This is an optimization exercise on Yosys and OpenROAD, whose aim is small area, a short achievable clock period and few clock cycles per item, not a production implementation. Power figures rest on the tool's default switching activity, not on a simulated workload.

==> v35 <==
==> flow/design.v <==
module qmx_lane (
    input  wire [17:0] ent,
    input  wire [2:0]  f,
    input  wire        rz,
    input  wire [8:0]  mx1,
    input  wire        nan_blk,    
    input  wire        inf_blk,    
    output wire        we,
    output wire [19:0] word        
);
    function [9:0] sub9(input [8:0] a, input [8:0] b);
        reg [9:0] x, y, g, p, c;
        integer i, s;
        begin
            x = {1'b0, a};
            y = ~{1'b0, b};
            g = x & y;
            p = x ^ y;
            g[0] = g[0] | p[0];                     
            c = g;
            for (s = 1; s < 10; s = s * 2)
                for (i = 9; i >= s; i = i - 1) begin
                    c[i] = c[i] | (p[i] & c[i-s]);
                    p[i] = p[i] & p[i-s];
                end
            sub9 = (x ^ y) ^ {c[8:0], 1'b1};
        end
    endfunction
    function [7:0] inc8(input [7:0] x);
        reg [7:0] a;
        integer i, s;
        begin
            a = x;
            for (s = 1; s < 8; s = s * 2)
                for (i = 7; i >= s; i = i - 1)
                    a[i] = a[i] & a[i-s];
            inc8 = x ^ {a[6:0], 1'b1};
        end
    endfunction
    wire       sgn = ent[17];
    wire [8:0] L   = ent[16:8];
    wire [7:0] F   = ent[7:0];
    reg  [4:0] negc1;      
    reg  [7:0] cb;         
    reg  [6:0] maxmag;
    reg  [1:0] mm;         
    reg        is_int;
    always @* begin
        negc1 = 5'd1; cb = 8'd24; maxmag = 7'h7F; mm = 2'd3; is_int = 1'b0;
        case (f)
            3'b000:  begin negc1 = 5'd19; cb = 8'd32; maxmag = 7'h7E; mm = 2'd3; end  
            3'b001:  begin negc1 = 5'd4;  cb = 8'd39; maxmag = 7'h7B; mm = 2'd2; end  
            3'b010:  begin negc1 = 5'd27; cb = 8'd28; maxmag = 7'h1F; mm = 2'd2; end  
            3'b011:  begin negc1 = 5'd31; cb = 8'd26; maxmag = 7'h1F; mm = 2'd3; end  
            3'b100:  begin negc1 = 5'd31; cb = 8'd26; maxmag = 7'h07; mm = 2'd1; end  
            default: begin negc1 = 5'd1;  cb = 8'd24; maxmag = 7'h7F; mm = 2'd3; is_int = 1'b1; end
        endcase
    end
    wire [9:0] sh   = sub9(mx1, L);
    wire       shn  = sh[9];                        
    wire       nrm  = !is_int && (shn || sh[8:1] == 8'd0);
    wire       far  = !shn && (sh[8:4] != 5'd0);    
    wire [3:0] s4   = sh[3:0];
    reg  [7:0] X;
    always @* begin
        if (is_int) X = {1'b1, F[7:1]};
        else case (mm)
            2'd1:    X = {5'd0, 1'b1, F[1:0]};
            2'd2:    X = {4'd0, 1'b1, F[2:0]};
            default: X = {3'd0, 1'b1, F[3:0]};
        endcase
    end
    wire       s0   = is_int ? F[0] : F[4];
    wire [15:0] xs  = {X, 8'd0} >> s4;
    wire [7:0] n    = far ? 8'd0 : xs[15:8];
    wire       g    = !far && xs[7];
    wire       st   = s0 || (|xs[6:0]);
    wire       up   = !rz && g && (st || n[0]);
    wire [7:0] nx    = {8{sgn}} ^ n;
    wire [7:0] nx1   = inc8(nx);
    wire [7:0] ie    = (up ^ sgn) ? nx1 : nx;
    wire       iovf  = !sgn && (n == 8'h7F) && up;
    wire [7:0] ielem = iovf ? 8'h7F : ie;
    wire [7:0] n1   = inc8(n);
    wire [4:0] smag = up ? n1[4:0] : n[4:0];
    reg  [2:0] mb;
    always @* begin
        case (mm)
            2'd1:    mb = {2'd0, F[1]};
            2'd2:    mb = {1'b0, F[2:1]};
            default: mb = F[3:1];
        endcase
    end
    wire       un   = F[5];
    wire       tov  = F[6];
    wire [3:0] mbr  = {1'b0, mb} + {3'd0, un};
    reg        cy;
    always @* begin
        case (mm)
            2'd1:    cy = mbr[1];
            2'd2:    cy = mbr[2];
            default: cy = mbr[3];
        endcase
    end
    wire [4:0] E0   = L[4:0] - mx1[4:0] + 5'd2;
    wire [4:0] E1   = L[4:0] - mx1[4:0] + 5'd3;
    wire [4:0] E    = cy ? E1 : E0;
    reg  [6:0] nmag;
    always @* begin
        case (mm)
            2'd1:    nmag = {1'b0, E, mbr[0]};
            2'd2:    nmag = {E, mbr[1:0]};
            default: nmag = {E[3:0], mbr[2:0]};
        endcase
    end
    wire       top  = (sh[4:0] == negc1);           
    wire       fovf = nrm && top && tov;
    wire [6:0] fmag = fovf ? maxmag : nrm ? nmag : {2'd0, smag};
    reg  [7:0] felem;
    always @* begin
        case (f)
            3'b010, 3'b011: felem = {2'b00, sgn, fmag[4:0]};
            3'b100:         felem = {4'd0, sgn, fmag[2:0]};
            default:        felem = {sgn, fmag};
        endcase
    end
    wire       clamp = is_int ? iovf : (fovf && !rz);
    wire [7:0] elem  = is_int ? ielem : felem;
    wire       lost  = (L != 9'd0) && !nrm && (n == 8'd0) && !up;
    wire [7:0] code  = mx1[7:0] - cb;
    wire       spec  = nan_blk || inf_blk;
    assign we   = (L != 9'h1FF);
    assign word = spec ? {2'b00, inf_blk && !nan_blk, nan_blk, 8'hFF, 8'h00}
                       : {clamp, lost, 2'b00, code, elem};
endmodule
module qmx_unit (
    input  wire        clk,
    input  wire        rst_n,       
    input  wire        in_valid,
    output wire        in_ready,
    input  wire [31:0] in_data,     
    input  wire        in_act,      
    input  wire [3:0]  in_fmt,      
    input  wire        in_rz,       
    output wire        out_valid,
    input  wire        out_ready,
    output wire [31:0] out_word,    
    output wire        out_we       
);
    function gt9(input [8:0] a, input [8:0] b);
        reg [9:0] x, y, g, p;
        integer i, s;
        begin
            x = {1'b0, b};
            y = ~{1'b0, a};
            g = x & y;
            p = x ^ y;
            g[0] = g[0] | p[0];
            for (s = 1; s < 10; s = s * 2)
                for (i = 9; i >= s; i = i - 1) begin
                    g[i] = g[i] | (p[i] & g[i-s]);
                    p[i] = p[i] & p[i-s];
                end
            gt9 = (x[9] ^ y[9]) ^ g[8];         
        end
    endfunction
    reg  [4:0]  ph;                 
    reg  [4:0]  in_lane;            
    reg         in_rdy;             
    reg         d_v;                
    reg  [31:0] d_x;
    reg         d_act;
    reg  [2:0]  w_f;                
    reg         w_rz;
    reg  [17:0] ring [0:31];
    reg         full;               
    reg  [4:0]  out_lane;
    reg         pend;               
    reg  [2:0]  i_f;  reg i_rz;  reg [8:0] i_mx;  reg i_nan, i_inf;    
    reg  [2:0]  o_f;  reg o_rz;  reg [8:0] o_mx;  reg o_nan, o_inf;    
    reg         s_v;
    reg  [17:0] s_e;
    reg         o_v;
    reg         o_we;
    reg  [19:0] o_w;
    assign in_ready  = in_rdy;
    assign out_valid = o_v;
    assign out_we    = o_we;
    assign out_word  = {12'd0, o_w};
    wire [4:0]  d_lane  = in_lane - 5'd1;
    wire        d_first = (d_lane == 5'd0);
    wire        d_last  = (d_lane == 5'd31);
    wire [7:0]  ex   = d_x[30:23];
    wire [22:0] man  = d_x[22:0];
    wire        nrmx = (ex != 8'd0);
    wire        fin  = (ex != 8'hFF);
    wire        val  = d_act && fin && (nrmx || man != 23'd0);   
    wire [31:0] m32  = {9'd0, man};
    wire        h16  = |m32[31:16];
    wire [15:0] m16  = h16 ? m32[31:16] : m32[15:0];
    wire        h8   = |m16[15:8];
    wire [7:0]  m8   = h8 ? m16[15:8] : m16[7:0];
    wire        h4   = |m8[7:4];
    wire [3:0]  m4   = h4 ? m8[7:4] : m8[3:0];
    wire        h2   = |m4[3:2];
    wire [1:0]  m2   = h2 ? m4[3:2] : m4[1:0];
    wire [4:0]  pos  = {h16, h8, h4, h2, m2[1]};            
    wire [31:0] sm   = m32 << (~pos);
    wire [6:0]  fr   = nrmx ? man[22:16] : sm[30:24];
    wire        stk  = nrmx ? (|man[15:0]) : (|sm[23:0]);
    wire [2:0]  wf   = w_f;
    wire        wrz  = w_rz;
    reg  [4:0]  wc;                 
    reg  [1:0]  wm;
    reg         wint, w43;
    always @* begin
        wint = 1'b0; w43 = 1'b0;
        case (wf)
            3'b000:  begin wc = 5'd14; wm = 2'd3; w43 = 1'b1; end
            3'b001:  begin wc = 5'd29; wm = 2'd2; end
            3'b010:  begin wc = 5'd6;  wm = 2'd2; end
            3'b011:  begin wc = 5'd2;  wm = 2'd3; end
            3'b100:  begin wc = 5'd2;  wm = 2'd1; end
            default: begin wc = 5'd0;  wm = 2'd3; wint = 1'b1; end
        endcase
    end
    wire [8:0]  lgc  = nrmx ? ({1'b0, ex} + {4'd0, wc} + 9'd23) : ({4'd0, pos} + {4'd0, wc} + 9'd1);
    reg  [2:0]  w_mb;
    reg         w_g0, w_s0;
    always @* begin
        case (wm)
            2'd1:    begin w_mb = {2'd0, fr[6]};  w_g0 = fr[5]; w_s0 = (|fr[4:0]) | stk; end
            2'd2:    begin w_mb = {1'b0, fr[6:5]}; w_g0 = fr[4]; w_s0 = (|fr[3:0]) | stk; end
            default: begin w_mb = fr[6:4];        w_g0 = fr[3]; w_s0 = (|fr[2:0]) | stk; end
        endcase
    end
    wire        w_ones = (wm == 2'd1) ? w_mb[0] : (wm == 2'd2) ? (&w_mb[1:0]) : (&w_mb);
    wire        w_un   = !wrz && w_g0 && (w_s0 || w_mb[0]);
    wire        w_tov  = (w_un && w_ones) || (w43 && (w_mb[2:1] == 2'b11) && (w_mb[0] || w_un));
    reg  [3:0]  w_lo;
    always @* begin
        case (wm)
            2'd1:    w_lo = {2'd0, w_mb[0], w_g0};
            2'd2:    w_lo = {1'b0, w_mb[1:0], w_g0};
            default: w_lo = {w_mb, w_g0};
        endcase
    end
    wire [7:0]  e_F   = wint ? {fr, stk} : {1'b0, w_tov, w_un, w_s0, w_lo};
    wire [8:0]  e_L   = !d_act ? 9'h1FF : val ? lgc : 9'd0;
    wire [17:0] d_ent = {d_x[31], e_L, e_F};
    wire [8:0]  lg1   = nrmx ? ({1'b0, ex} + 9'd24) : ({4'd0, pos} + 9'd2);
    wire [8:0]  d_key = val ? lg1 : 9'd0;
    wire        d_nan = d_act && !fin && (man != 23'd0);
    wire        d_inf = d_act && !fin && (man == 23'd0);
    reg  [8:0]  w_floor;            
    always @* begin
        case (wf)
            3'b000:  w_floor = 9'd32;
            3'b001:  w_floor = 9'd39;
            3'b010:  w_floor = 9'd28;
            3'b011:  w_floor = 9'd26;
            3'b100:  w_floor = 9'd26;
            default: w_floor = 9'd24;
        endcase
    end
    wire       at        = (ph == in_lane);             
    wire       slot_free = !(full && (out_lane <= d_lane));
    wire       wr        = d_v && at && slot_free && !(d_first && pend);
    wire       in_fire   = in_valid && in_rdy;
    wire       d_load    = !d_v || wr;
    wire       done      = wr && d_last;                
    wire       o_take    = !o_v || out_ready;           
    wire       s_take    = !s_v || o_take;              
    wire       rd_pre    = (full && (ph == out_lane)) || done;
    wire       rd        = rd_pre && s_take;
    wire [8:0] i_base    = d_first ? w_floor : i_mx;
    wire [8:0] n_mx      = gt9(d_key, i_base) ? d_key : i_base;
    wire       n_nan     = d_nan || (!d_first && i_nan);
    wire       n_inf     = d_inf || (!d_first && i_inf);
    wire       sw        = (done || pend) && s_take;
    wire [4:0] ol_inc    = out_lane + 5'd1;
    wire       full_t    = done ? 1'b1 : (rd_pre && out_lane == 5'd31) ? 1'b0 : full;
    wire       full_f    = done ? 1'b1 : full;
    wire [4:0] ol_t      = done ? 5'd1 : rd_pre ? ol_inc : out_lane;
    wire [4:0] ol_f      = done ? 5'd0 : out_lane;
    wire       pend_f    = done || pend;
    wire       at1       = (ph + 5'd1 == in_lane);
    wire       dv_keep   = d_v && !wr;
    wire       f_t       = (!full_t || ol_t > in_lane);
    wire       f_f       = (!full_f || ol_f > in_lane) && !(in_lane == 5'd0 && pend_f);
    wire       b_t       = at1 && (!dv_keep || !full_t || ol_t > d_lane);
    wire       b_f       = at1 && (!dv_keep || ((!full_f || ol_f > d_lane) && !(d_first && pend_f)));
    wire       rdy_n     = in_fire ? (s_take ? f_t : f_f) : (s_take ? b_t : b_f);
    always @(posedge clk) begin
        if (!rst_n) begin
            ph       <= 5'd0;
            in_lane  <= 5'd0;
            in_rdy   <= 1'b1;
            d_v      <= 1'b0;
            full     <= 1'b0;
            out_lane <= 5'd0;
            pend     <= 1'b0;
            s_v      <= 1'b0;
            o_v      <= 1'b0;
        end else begin
            ph       <= ph + 5'd1;
            if (in_fire) in_lane <= in_lane + 5'd1;
            in_rdy   <= rdy_n;
            d_v      <= in_fire || dv_keep;
            full     <= s_take ? full_t : full_f;
            out_lane <= s_take ? ol_t : ol_f;
            pend     <= pend_f && !s_take;
            if (s_take) s_v <= rd_pre;
            if (o_take) o_v <= s_v;
        end
    end
    always @(posedge clk) begin
        if (d_load) begin
            d_x   <= in_data;
            d_act <= in_act;
        end
        if (in_fire && in_lane == 5'd0) begin
            w_f  <= {in_fmt[3], in_fmt[1:0]};
            w_rz <= in_rz;
        end
    end
    integer r;
    always @(posedge clk) begin
        ring[0] <= wr ? d_ent : ring[31];
        for (r = 1; r < 32; r = r + 1)
            ring[r] <= ring[r-1];
    end
    always @(posedge clk) begin
        if (wr) begin
            i_f <= wf;  i_rz <= wrz;  i_mx <= n_mx;  i_nan <= n_nan;  i_inf <= n_inf;
        end
        if (sw) begin
            if (done) begin
                o_f <= wf;  o_rz <= wrz;  o_mx <= n_mx;  o_nan <= n_nan;  o_inf <= n_inf;
            end else begin
                o_f <= i_f; o_rz <= i_rz; o_mx <= i_mx;  o_nan <= i_nan;  o_inf <= i_inf;
            end
        end
    end
    wire        l_we;
    wire [19:0] l_w;
    qmx_lane u_lane (
        .ent     (s_e),
        .f       (o_f),
        .rz      (o_rz),
        .mx1     (o_mx),
        .nan_blk (o_nan),
        .inf_blk (o_inf),
        .we      (l_we),
        .word    (l_w)
    );
    always @(posedge clk) begin
        if (s_take) s_e <= ring[30];
        if (o_take) begin
            o_we <= l_we;
            o_w  <= l_w;
        end
    end
endmodule
==> flow/flow/run.sh <==
#!/bin/bash
set -euo pipefail
export BUFFER_PORTS_ARGS="-buffer_cell sky130_fd_sc_hd__buf_2"
export SETUP_SLACK_MARGIN=$(cat flow/setup_margin)
bash standard.sh > standard.log 2>&1
==> flow/flow/setup_margin <==
0
==> flow/standard.sh <==
#!/bin/bash
# synth_recipe.tcl (not shown) runs the flow's synth.tcl, then flattens the netlist and writes it again
# the make line also repeats each setting of config.mk as NAME=value (left out here)
make -C /OpenROAD-flow-scripts/flow DESIGN_CONFIG=/design/flow/config.mk WORK_HOME=/design/flow/orfs CLKGATE_MAP_FILE= SYNTH_SCRIPT=/design/flow/synth_recipe.tcl "${@:-finish}"
==> flow/config.mk <==
export PLATFORM = sky130hd
export DESIGN_NAME = qmx_unit
export DESIGN_NICKNAME = qmx_unit
export VERILOG_FILES = /design/flow/design.v
export SDC_FILE = /design/flow/constraint.sdc
export NUM_CORES = 4
export LEC_CHECK = 0
export CAP_MARGIN = 20
export CORE_MARGIN = 2
export CORE_UTILIZATION = 40
export SLEW_MARGIN = 20
==> flow/constraint.sdc <==
create_clock -name core_clock -period 18.0 [get_ports {clk}]
set_input_delay 3.6000 -clock core_clock [delete_from_list [all_inputs] [get_ports {clk}]]
set_output_delay 3.6000 -clock core_clock [all_outputs]
set_load 0.01 [all_outputs]
==> inputs of v24, as changes to v35 <==
==> flow/flow/setup_margin (replaced) <==
12.5
==> comparison table <==
| item | v35 | v24 |
|---|---|---|
| Leakage | 10.6 nW | 10.8 nW |
| Met3 Wirelength | 2610 µm | 2980 µm |
| Average wire per cell in the routed design | 17.0 µm | 17.0 µm |
| Final Non-Filler Cells | 2812 | 2841 |
| Number of buffers and inverters on the critical path | 3 | 6 |
| Net Sw Power | 0.914 mW | 0.920 mW |
| Slowest CP cell | sky130_fd_sc_hd__nor3_1 | sky130_fd_sc_hd__edfxtp_1 |
| Result of the run | finished clean | finished clean |
| Period utilization | 35.0% | 29.2% |
| Worst vdd ir | 0.0000848 V | 0.0000848 V |
| Sequential group share of total power | 50.8% | 50.4% |
| Total of fill cells in the finished design | 5257 | 5234 |
| Clock network power share | 38.8% | 38.6% |
| Count of routing violations after the opening detailed-route iteration | 942 | 1001 |
| Max-slew headroom at the worst pin | 30.3% | 31.2% |
| Register area | 15100 µm² | 15100 µm² |
| Worst Clk Skew | 0.0272 ns | 0.0256 ns |
| Area fraction of clock buffers and clock inverters | 8.83% | 8.72% |
| Fraction of layout cells with a size suffix above 1 | 11.7% | 14.0% |
| Switching fraction of total power | 24.6% | 24.7% |
| Buffers excl. clock | 80 | 109 |
| Avg Vias per Cell | 4.98 | 5.00 |
| Maximum operating frequency | 0.159 GHz | 0.190 GHz |
| Slowest stage delay, CP | 0.89 ns | 0.56 ns |
| Overall via count from detail_route | 14012 | 14195 |
| Final worst slack | 11.69 ns | 12.75 ns |
| Sequential share of cell area | 57.2% | 56.5% |
No run of this note included a check of the RTL's function; only the layout flow was run.

-- re-timing with driven ports --
The flow's constraints put no driver on any port. The routed layouts listed below were extracted and timed again, unchanged, in two steps.
Step 1, drivers: a clkbuf_16 drives clk and a buf_2 each remaining input, both assumed.
Step 2, shift: input delay + t, output delay - t, t = (earliest + latest rising clock arrival at the registers) / 2. This alone moves slack from input paths to output paths.
Three values: no drivers, after step 1, after step 2; two values: the first two.
| run | t (ns) | setup slack, ns | worst slew at a driven data input, ns |
|---|---|---|---|
| v35 | 0.659 | 11.693 / 11.693 / 11.693 | 0.04 |
| v24 | 0.658 | 12.748 / 12.748 / 12.268 | 0.04 |
After both steps setup and hold are still met in every run listed. For v24, which loses most, drivers alone change the setup slack by 0.000 ns; drivers and shift together by -0.480 ns.
